Background: an optimization exercise with open tools, aiming at small area, a short achievable clock period and few clock cycles per item. Do not read the settings as production practice. In this exercise RTL edits were held to simulation tests only and were not proved equivalent to the original.

==> flow/design.v <==
module jx_brake (
    input  wire        clk,
    input  wire        rst_n,         
    input  wire        show_load,     
    input  wire        start,         
    input  wire [63:0] acc,           
    input  wire        fallback,      
    input  wire        cfg_enable,    
    input  wire [15:0] cfg_release,   
    input  wire [31:0] cfg_budget,    
    input  wire [31:0] cfg_static,    
    input  wire [31:0] cfg_trim,      
    input  wire [5:0]  cfg_e,         
    output wire        ready,
    output reg         done,
    output reg  [16:0] factor,        
    output reg  [16:0] target,        
    output reg  [63:0] pred,          
    output reg  [63:0] acc_used,      
    output reg         evt_engage,
    output reg         evt_released,
    output reg         evt_fallback,
    output reg         evt_black
);
    localparam [16:0] ONE = 17'd65536;
    localparam [2:0] S_IDLE = 3'd0,
                     S_MUL  = 3'd1,
                     S_PREP = 3'd2,
                     S_DIV  = 3'd3,
                     S_FIN  = 3'd4;
    reg [2:0]  state;
    reg [16:0] f_prev;
    reg [63:0] a_prev;
    reg [63:0] a_r;
    reg        fb_r;
    reg        en_r;
    reg [15:0] rel_r;
    reg [31:0] budget_r;
    reg [31:0] static_r;
    reg [31:0] trim_r;
    reg [5:0]  e_r;
    reg [95:0] prod;
    reg [71:0] dyn;
    reg [63:0] p_r;
    reg [72:0] rem;
    reg [15:0] quo;
    reg [4:0]  cnt;
    reg [16:0] ft_r;
    reg        black_r;
    assign ready = (state == S_IDLE);
    wire [63:0] a_sel = (fallback && a_prev > acc) ? a_prev : acc;
    wire [6:0]  shamt   = 7'd24 + {1'b0, e_r};
    wire [95:0] prod_sh = prod >> shamt;
    wire [71:0] dyn_w   = prod_sh[71:0];
    wire [72:0] p_sum   = {1'b0, dyn_w} + {41'd0, static_r};
    wire [63:0] p_w     = (p_sum[72:64] != 9'd0) ? 64'hFFFF_FFFF_FFFF_FFFF : p_sum[63:0];
    wire [32:0] h_w     = {1'b0, budget_r} - {1'b0, static_r};
    wire        h_le0   = h_w[32] || (h_w == 33'd0);
    wire [72:0] rem_sh  = {rem[71:0], 1'b0};
    wire        q_bit   = (rem_sh >= {1'b0, dyn});
    wire [72:0] rem_nx  = q_bit ? (rem_sh - {1'b0, dyn}) : rem_sh;
    wire [17:0] rise    = {1'b0, f_prev} + {2'b00, rel_r};
    wire [17:0] f_lim   = (rise > {1'b0, ONE}) ? {1'b0, ONE} : rise;
    wire [16:0] f_new   = ({1'b0, ft_r} < f_lim) ? ft_r : f_lim[16:0];
    always @(posedge clk) begin
        if (!rst_n || show_load) begin
            state        <= S_IDLE;
            f_prev       <= ONE;
            a_prev       <= 64'd0;
            done         <= 1'b0;
            factor       <= ONE;
            target       <= ONE;
            pred         <= 64'd0;
            acc_used     <= 64'd0;
            evt_engage   <= 1'b0;
            evt_released <= 1'b0;
            evt_fallback <= 1'b0;
            evt_black    <= 1'b0;
        end else begin
            done <= 1'b0;
            case (state)
                S_IDLE: begin
                    if (start) begin
                        a_r      <= a_sel;
                        fb_r     <= fallback;
                        en_r     <= cfg_enable;
                        rel_r    <= cfg_release;
                        budget_r <= cfg_budget;
                        static_r <= cfg_static;
                        trim_r   <= cfg_trim;
                        e_r      <= cfg_e;
                        state    <= S_MUL;
                    end
                end
                S_MUL: begin
                    prod  <= a_r * trim_r;
                    state <= S_PREP;
                end
                S_PREP: begin
                    dyn     <= dyn_w;
                    p_r     <= p_w;
                    black_r <= 1'b0;
                    if (!en_r || dyn_w == 72'd0 || p_w <= {32'd0, budget_r}) begin
                        ft_r  <= ONE;
                        state <= S_FIN;
                    end else if (h_le0) begin
                        ft_r    <= 17'd0;
                        black_r <= 1'b1;
                        state   <= S_FIN;
                    end else begin
                        rem   <= {41'd0, h_w[31:0]};
                        quo   <= 16'd0;
                        cnt   <= 5'd16;
                        state <= S_DIV;
                    end
                end
                S_DIV: begin
                    rem <= rem_nx;
                    quo <= {quo[14:0], q_bit};
                    cnt <= cnt - 5'd1;
                    if (cnt == 5'd1) begin
                        ft_r  <= {1'b0, quo[14:0], q_bit};
                        state <= S_FIN;
                    end
                end
                S_FIN: begin
                    factor       <= f_new;
                    target       <= ft_r;
                    pred         <= p_r;
                    acc_used     <= a_r;
                    evt_engage   <= (f_new < ONE) && (f_prev == ONE);
                    evt_released <= (f_new == ONE) && (f_prev < ONE);
                    evt_fallback <= fb_r;
                    evt_black    <= black_r;
                    f_prev       <= f_new;
                    a_prev       <= a_r;
                    done         <= 1'b1;
                    state        <= S_IDLE;
                end
                default: state <= S_IDLE;
            endcase
        end
    end
endmodule
==> flow/run.sh <==
#!/bin/bash
# synth_recipe.tcl (not shown) runs the flow's synth.tcl, then flattens the netlist and writes it again
# the make line also repeats each setting of config.mk as NAME=value (left out here)
make -C /OpenROAD-flow-scripts/flow DESIGN_CONFIG=/design/flow/config.mk WORK_HOME=/design/flow/orfs CLKGATE_MAP_FILE= SYNTH_SCRIPT=/design/flow/synth_recipe.tcl finish
==> flow/config.mk <==
export PLATFORM = sky130hd
export DESIGN_NAME = jx_brake
export DESIGN_NICKNAME = jx_brake
export VERILOG_FILES = /design/flow/design.v
export SDC_FILE = /design/flow/constraint.sdc
export NUM_CORES = 4
export LEC_CHECK = 0
export CAP_MARGIN = 20
export CORE_MARGIN = 2
export CORE_UTILIZATION = 40
export PLACE_DENSITY = 0.6
export SLEW_MARGIN = 20
==> flow/constraint.sdc <==
create_clock -name core_clock -period 15.0 [get_ports {clk}]
set_input_delay 3.0000 -clock core_clock [delete_from_list [all_inputs] [get_ports {clk}]]
set_output_delay 3.0000 -clock core_clock [all_outputs]
set_load 0.01 [all_outputs]
==> impl_results.md <==
- GRT overflow: 0
- H-tree level count: 3
- Number of buffers added for setup after CTS: 0
- Via Count: around 80000
- Setup ws final: 2.30 ns
- Die Y: approximately 510 um
- 1st-iter DRT viols: just under 6000
- DRC errors left: 0
- Worst-Margin Slew: about 1.2 ns
- Critical Path Max Stage Delay: 0.95 ns
- Fillcell total: about 25000
- Clock-pin slew on the worst setup and hold paths: 0.07 ns
- TNS Setup: 0 ns
- Crit path time final: 12.70 ns
- Cells after DPL: between 10000 and 15000
- Non-Filler Instances: 14700
- Top cell type's share of synthesized area: a little over a third
- Antenna violations before repair: 21
- Relative slew slack: 21.7%
- Drt wl/cell: 23.3 um
- Hold crit path type: flop to flop
- Hold Vio Cnt, Final: 0
- Hold Buf Count CTS: 0
- Clock Latency Late Sink: 0.79 ns
- Worst setup EP type: flop
- Final Core Density: 44.1%
- Most frequent cells in the layout: nand2_1 (2351), inv_1 (2247), fa_1 (1859)
- Post-Route WL: about 340000 um
- I/O Buffers: 355
- First-pass GRT wire length: 526000 um
- Boundary Pins: 356
- Crit Path Max Fanout: between 50 and 60
- GRT Overall Usage: 26.4%
- Routability Congestion: roughly 0.93
- CTS Root Cell: clkbuf_16
- CTS Buffer Depth: 3
- Max-slew violation count: 0
- Unrepaired setup endpoints after global routing: false
- Worst Skew: approximately 0.11 ns
- Fmax: 0.0788 GHz
- Pin count of the biggest net entering global routing: 72
- Cell count after synthesis: 11300
- Die ar.: 0.261 mm2
- Crit-path most repeated cell: o211ai_1
- Worst setup SP type: flop
- Post_cts resized: 0
- Top_reg_cell synth: edfxtp_1
- Final setup fails: 0
- Mapped Nets: approximately 14000
- Most common cell after layout, fill and taps aside: nand2_1
- R2R Setup Slk: between 2 and 2.5 ns
- Yosys reg bits: between 600 and 700
- Warnings from Yosys: 1
- Status: finished clean
- Vias per inst: approximately 5.4
- ANT nets after route: 0
- Die X: 511 um
- Nets@finish: 13900
- Worst Path Required: 15.43 ns
- Pre-CTS setup slack: between 2 and 2.5 ns
- Cell area after synthesis: 0.103 mm2
- Initial core utilization: 40.2%
- Cts bufs inserted: 85
- Area Overhead vs Synth: 9.74%
- Arrival time worst endpoint: 13.12 ns
- Top cells by area, synth: fa_1 (36%), edfxtp_1 (15%), nand2_1 (8.6%)
- Total of max-cap violations: 0
- Largest area contributor in the netlist: fa_1
- Core area: 0.256 mm2
- CP Class: flop to flop
- DR pass1 iterations: 6
- CTS tree: built
- Fin crit share: between 80% and 90%
- Vias in the first global route: 86000
- Layout cells sized above 1: 4.80%
- Sequential cell area fraction in the yosys report: between 15 and 20%
- Clock Sinks: 672
- DPL Wire Length: 263000 um
- Row Count: 186
- Ys async rst share: 0%
- Distinct cells, synth: 104
- Post-synth EDFFs: 502
- Syn Area/Cell: 9.13 um2
- CP max stage cell: a311oi_1
[cell type report]
| class | instances | area, um2 | share of cell area [%] |
|---|---|---|---|
| Clock inverter | 51 | 672 | 0.595 |
| Timing Repair Buffer | 536 | 5020 | 4.44 |
| Antenna cell | 8 | 20.0 | 0.0177 |
| Sequential cell | 672 | 18500 | 16.4 |
| Tap cell | 3384 | 4230 | 3.75 |
| Multi-Input combinational cell | 7729 | 73700 | 65.2 |
| Inverter | 2252 | 8460 | 7.49 |
| Clock buffer | 107 | 2370 | 2.10 |
[worst max-delay path: cells and delay by family, from the launching register on]
| kind | cells | cell delay [ns] |
|---|---|---|
| AO/OA/AOI/OAI | 21 | 6.74 |
| AND/OR/NAND/NOR | 10 | 2.97 |
| buffers and inverters | 3 | 0.95 |
| flip-flops | 1 | 0.85 |
| adder cells (fa/ha/maj) | 2 | 0.72 |
[layer usage]
layer / vias up / wire length, um / share of wire [%] / track usage [%]
met5: - / 108 / 0.031 / 0
met4: 14 / 16700 / 4.9 / 11.0
met3: 805 / 24900 / 7.3 / 4.32
met2: 3263 / 164000 / 48 / 44.3
met1: 40900 / 137000 / 40 / 33.8
li1: 34900 / - / - / -
[sequential cells by signal, summed over array words and instances (netlist names), 15 cells and up]
name	flops
rem	72
prod	72
f_prev	17
a_r	64
budget_r	32
static_r	32
a_prev	64
p_r	64
pred	64
dyn	72
quo	15
rel_r	16
ft_r	17
trim_r	32
target	17
[cells in the mapped netlist, drive strengths merged (9+ instances only)]
master and number:
a2111oi 13, a211oi 47, a21o 132, a21oi 450, a221oi 9, a311oi 13
a31oi 29, and2 400, and3 27, and4 12, buf 55, clkbuf 559
dfxtp 170, edfxtp 502, fa 1859, ha 558, inv 2250, mux2 102
mux2i 170, mux4 64, nand2 2352, nand2b 65, nand3 74, nand4 85
nor2 283, nor2b 59, nor3 77, nor4 38, o211ai 38, o21a 42
o21ai 244, o21bai 39, o22ai 31, o31ai 19, or2 17, or3 25
or4 10, xnor2 135, xor2 89
[kinds of logic after synthesis]
kind of cell             share of synthesized area, %
AO/OA/AOI/OAI                                    7.21
XOR/XNOR                                         1.91
adder cells (fa/ha/maj)                          43.0
buffers and inverters                            10.6
flip-flops                                       18.0
multiplexers                                     4.18
AND/OR/NAND/NOR                                  15.2
[path summary, 6_finish.rpt]
kind	to	cells past startpoint	startpoint
setup reg to reg	rem[25]	36	e_r[0]
setup / recovery	rem[25]	36	e_r[0]
hold / removal	target[8]	2	target[8]
hold reg to reg	target[8]	2	target[8]
[metrics by stage]
step                instance area (um2)  hold WS (ns)
global placement                 110000         0.443
detailed placement               110000         0.446
CTS                              113000         0.454
finish                           113000         0.453
global route                     113000         0.474
floorplan                        103000         0.471
Testbench counts, summed over its fixed seeds: cycles 35,960, frames 3,200.

## separate check: timing with driven ports
The flow's constraints put no driver on any port. The routed layout listed below was extracted and timed again, unchanged, in two steps. Step 1 assumes that a clkbuf_16 drives the clock port and a buf_2 every other input. Step 2, shift: input delay + t, output delay - t, t = (earliest + latest rising clock arrival at the registers) / 2. This alone moves slack from input paths to output paths. Three values: ideal, step 1, step 2; two values: the first two.
t (ns): 0.833
slack for setup (ns): 2.303 / 2.303 / 2.303
worst slew at a driven data input, ns: 0.07
After both steps setup and hold are still met in this run. For this run, drivers alone change the setup slack by 0.000 ns; drivers and shift together by 0.000 ns.
